What follows belongs to an exercise in optimizing a design on an open flow for small area, a short achievable clock period and few clock cycles per item; a production flow would make more cautious choices. Function was checked by simulation only, so behaviour that the tests miss may differ from the original.

## flow/design.v (module list and top-level ports; edited modules follow where they fit)
// module comp_core: 1468 lines
module comp_core (
    input  wire        clk,
    input  wire        rst,           
    input  wire        smp_valid,
    input  wire [9:0]  smp_code,
    input  wire        preset,
    input  wire [23:0] preset_duty,
    input  wire        start,
    output wire        ready,
    output reg         done,
    output wire [23:0] duty,
    output wire [18:0] cmp,
    input  wire [1:0]  wavg,
    input  wire [19:0] b0,
    input  wire [19:0] b1,
    input  wire [19:0] b2,
    input  wire [19:0] c1,
    input  wire [19:0] c2,
    input  wire [3:0]  gshift,
    input  wire [15:0] dmax,
    input  wire [25:0] d_ff,
    input  wire [11:0] top,
    input  wire [8:0]  trim
);
  // ...
==> flow/flow/run.sh <==
#!/bin/bash
# Standard synthesis, then the standard flow's own layout with a larger setup repair
# margin, so that timing repair works toward a shorter period than the clock.
set -euo pipefail
bash standard.sh synth > synth.log 2>&1
bash standard.sh SETUP_SLACK_MARGIN=13 finish > layout.log 2>&1
==> flow/standard.sh <==
#!/bin/bash
# synth_recipe.tcl (not shown) runs the flow's synth.tcl, then flattens the netlist and writes it again
# the make line also repeats each setting of config.mk as NAME=value (left out here)
make -C /OpenROAD-flow-scripts/flow DESIGN_CONFIG=/design/flow/config.mk WORK_HOME=/design/flow/orfs CLKGATE_MAP_FILE= SYNTH_SCRIPT=/design/flow/synth_recipe.tcl "${@:-finish}"
==> flow/config.mk <==
export PLATFORM = sky130hd
export DESIGN_NAME = comp_core
export DESIGN_NICKNAME = comp_core
export VERILOG_FILES = /design/flow/design.v
export SDC_FILE = /design/flow/constraint.sdc
export NUM_CORES = 4
export LEC_CHECK = 0
export CAP_MARGIN = 20
export CORE_MARGIN = 2
export CORE_UTILIZATION = 40
export SLEW_MARGIN = 20
==> flow/constraint.sdc <==
create_clock -name core_clock -period 19.0 [get_ports {clk}]
set_input_delay 3.8000 -clock core_clock [delete_from_list [all_inputs] [get_ports {clk}]]
set_output_delay 3.8000 -clock core_clock [all_outputs]
set_load 0.01 [all_outputs]
==> run summary, run 1 <==
Synth Warn # 2; WP data arrival 3.35 ns; largest cell class by area multi-input gates; sequential cell count 372; GRT Max-Usage Layer met2; Chip Width 319 um; Largest regs hist: 80 flops, acc: 48 flops, opa: 28 flops; class of the worst hold path reg2reg; Critical Path Source acc[23]; DP Wirelength 105 mm; fraction of registers with async set or reset after synthesis 0; Post-route DRC 0; fin nets 5594; layout cells sized above 1 0.120; Signal buffers 464; Avg Synthesized Cell Area 8.53 sq um; clock root buffer clkbuf_16; Hold Crit Depth 2; status complete, no violations; clock sinks 372; Worst path depth 10; Fin. Hold Viols 0; Layout fillers 9420; leading cell type in the layout, fill and taps excluded inv_1; first-pass GRT wire length 229 mm; Synth Cell Area 0.0397 sq mm
Testbench counts, summed over its fixed seeds: cycles 32,093, items 3,200.
==> inputs of run 2 (changes only) <==
==> flow/flow/run.sh (replaced) <==
#!/bin/bash
# Standard synthesis, then the standard flow's own layout with a larger setup repair
# margin, so that timing repair works toward a shorter period than the clock.
set -euo pipefail
bash standard.sh synth > synth.log 2>&1
bash standard.sh SETUP_SLACK_MARGIN=13 TNS_END_PERCENT=0 finish > layout.log 2>&1
==> run 2 against run 1 <==
Compared with the run above:
- critical path depth is the same
- clock skew is 0.00098 ns higher
- non-clock buffer count is 88 lower
- critical path type unchanged
- utilization decreased by 2.2 points
- fmax increased by 0.57%
- die area stayed put
==> run summary, run 2 <==
Final Core Density 0.460; post-synth top area share 0.182; DR pass1 iterations 7; most frequent cells after synthesis inv_1 (461), nor2_1 (425), fa_1 (360), a22oi_1 (319), dfxtp_1 (313); register area 0.00807 sq mm; placed insts 5941; Netlist cell types 85; nature of the critical path startpoint register; vias per cell 5.97; Tcrit/Tclk final 0.374; most frequent cell after synthesis inv_1; DR vias 36200; Avg Synthesized Cell Area 8.53 sq um (unchanged); WP data arrival 3.31 ns (-0.04 ns); Longest Clk Path Bufs 3; leading cell type in the layout, fill and taps excluded inv_1; CTS Buf Count 48; number of synthesized register bits 372; commonest cells after routing, fill and taps aside inv_1 (451), nor2_1 (415), fa_1 (360), a22oi_1 (319), a21oi_1 (304); Chip Width 319 um (unchanged); DP Wirelength 108 mm (+3.0%); Die ar. 0.102 sq mm; WP data required 15.20 ns; # rows 115; Worst slew margin 0.311; Synth area leader fa_1; clock-pin slew on the worst setup and hold paths 0.06 ns; Initial Util 0.403; Clock Skews 0.0355 ns; Area Growth Syn to Fin 14.1%; clock sinks 372 (unchanged); Synth Cell Area 0.0397 sq mm (unchanged); DRT iter0 DRCs 4072; Clk Latency, worst-skew pair 0.64 ns; Fin. Hold Viols 0 (unchanged); Setup TNS 0 ns; GRT Util Overall 0.291; sequential element share of the synthesized area 0.202; Routed WL per cell 25.0 um; Non-Filler Instances 6057; Top reg by flops hist; Remaining Overflow, GRT 0; Crit Path Max Fanout 5; gpl congestion 0.958; first-pass GRT wire length 226 mm (-1.4%); Final min period 7.11 ns; # Max-Cap Violations 0; Die Height 319 um; H-tree depth 2; Setup CP Type reg2out; Synth Warn # 2 (unchanged); initial antenna violation count 10; synth top area cells fa_1 (18%), dfxtp_1 (16%), ha_1 (6.7%); final number of setup-violating endpoints 0; Post-route DRC 0 (unchanged); max reg flops 80; Max Clk Rate 0.141 GHz; vias in the first global route 35900; class of the worst hold path reg2reg; layout cells sized above 1 0.0714 (-0.0486); io pins 253; fin nets 5506 (-1.6%); clock root buffer clkbuf_16; Core ar. 0.0984 sq mm; I/O Buffers 252; CTS tree yes; WHS 0.481 ns; Crit. End Element primary output; largest net degree at the start of global routing 107; EDFF count, synth 59; Mapped Cells 4657; main flop type after synthesis dfxtp_1; flop-to-flop setup slack 12.18 ns; antenna-violating nets left 0; drt total wl 152 mm; area of the multi-input gates 0.0288 sq mm; Worst Tran Pin Value 1.03 ns; Layout fillers 9620 (+2.1%); fin. max-slew vios 0; fraction of registers with async set or reset after synthesis 0 (unchanged); syn nets 5439; Largest regs hist: 80 flops, acc: 48 flops, opa: 28 flops; unrepaired setup endpoints after global routing yes; status complete, no violations
==> run 2: area by class of cell <==
type / instances / share of cell area
diodes: 6 / 0.000332
inverters: 464 / 0.0388
clock buffers: 62 / 0.0288
well taps: 1287 / 0.0356
clock inverters: 28 / 0.00680
repair buffers: 376 / 0.0759
flip-flops and latches: 372 / 0.178
multi-input cells: 3462 / 0.636
==> run 2: repair_timing <==
item,4_1_cts,5_1_grt
endpoints found under the setup margin,138,152
cloned,3,1
setup buffers,12,4
hold buffers,0,0
pin swaps,9,4
resized for setup,104,22
==> run 2: final timing paths <==
kind,to,depth (start not counted),startpoint
worst max-delay path,cmp[6],10,top5_r[12]
worst max register to register,opa[4],19,state[2]
worst min register to register,hist[7][9],2,hist[7][9]
worst min-delay path,hist[7][9],2,hist[7][9]
==> run 2: cells by family after synthesis <==
logic type,Yosys count,synth area share
multiplexers,156,0.0427
adder cells (fa/ha/maj),574,0.249
flip-flops,372,0.202
AO/OA/AOI/OAI,1255,0.209
buffers and inverters,827,0.0808
AND/OR/NAND/NOR,1017,0.115
XOR/XNOR,455,0.101
other,1,0.0000944
==> run 2: stage by stage <==
stage          setup slack, ns  instance area (sq um)
3_3_place_gp             11.23                  43300
3_5_place_dp             11.09                  43300
5_1_grt                  11.85                  45300
6_report                 11.89                  45300
4_1_cts                  11.93                  45200
2_1_floorplan            12.42                  39700
==> run 2: critical path, cell delays in order (launching register included) <==
cell	delay, ns
dfxtp_1	0.33
inv_1	0.36
ha_1	0.37
nand4_1	0.11
nor2_1	0.05
a221o_2	0.46
a31o_4	0.27
buf_6	0.14
a21oi_2	0.25
nor2_1	0.08
clkdlybuf4s15_1	0.26
==> run 2: metal layers <==
metal,up-vias,routed length [um],GRT usage
li1,16100,-,-
met1,17500,60600,0.381
met2,2095,66600,0.453
met3,408,17700,0.0808
met4,8,6690,0.119
met5,-,53,0.00142

-- separate check: timing with driven ports --
How much do the figures lean on ideal ports? The routed layouts below were timed once more, with nothing changed but the port constraints. Step 1 sets driving cells, clkbuf_16 on the clock port and buf_2 on the other inputs (assumed; they add their load-dependent delay and slew). Step 2 also shifts input and output timing later by t, the mid clock arrival at the registers, as if the neighbouring blocks saw the same clock. Slacks: ideal / step 1 / step 2; pairs: ideal / step 1.
| run | t, ns | setup WS [ns] | worst slew at a driven data input, ns | cell pins on the clock port's net |
|---|---|---|---|---|
| run 1 | 0.707 | 11.850 / 11.777 / 12.484 | 0.11 | 1 |
| run 2 | 0.694 | 11.890 / 11.823 / 12.094 | 0.13 | 1 |
After both steps every run listed still meets setup and hold.
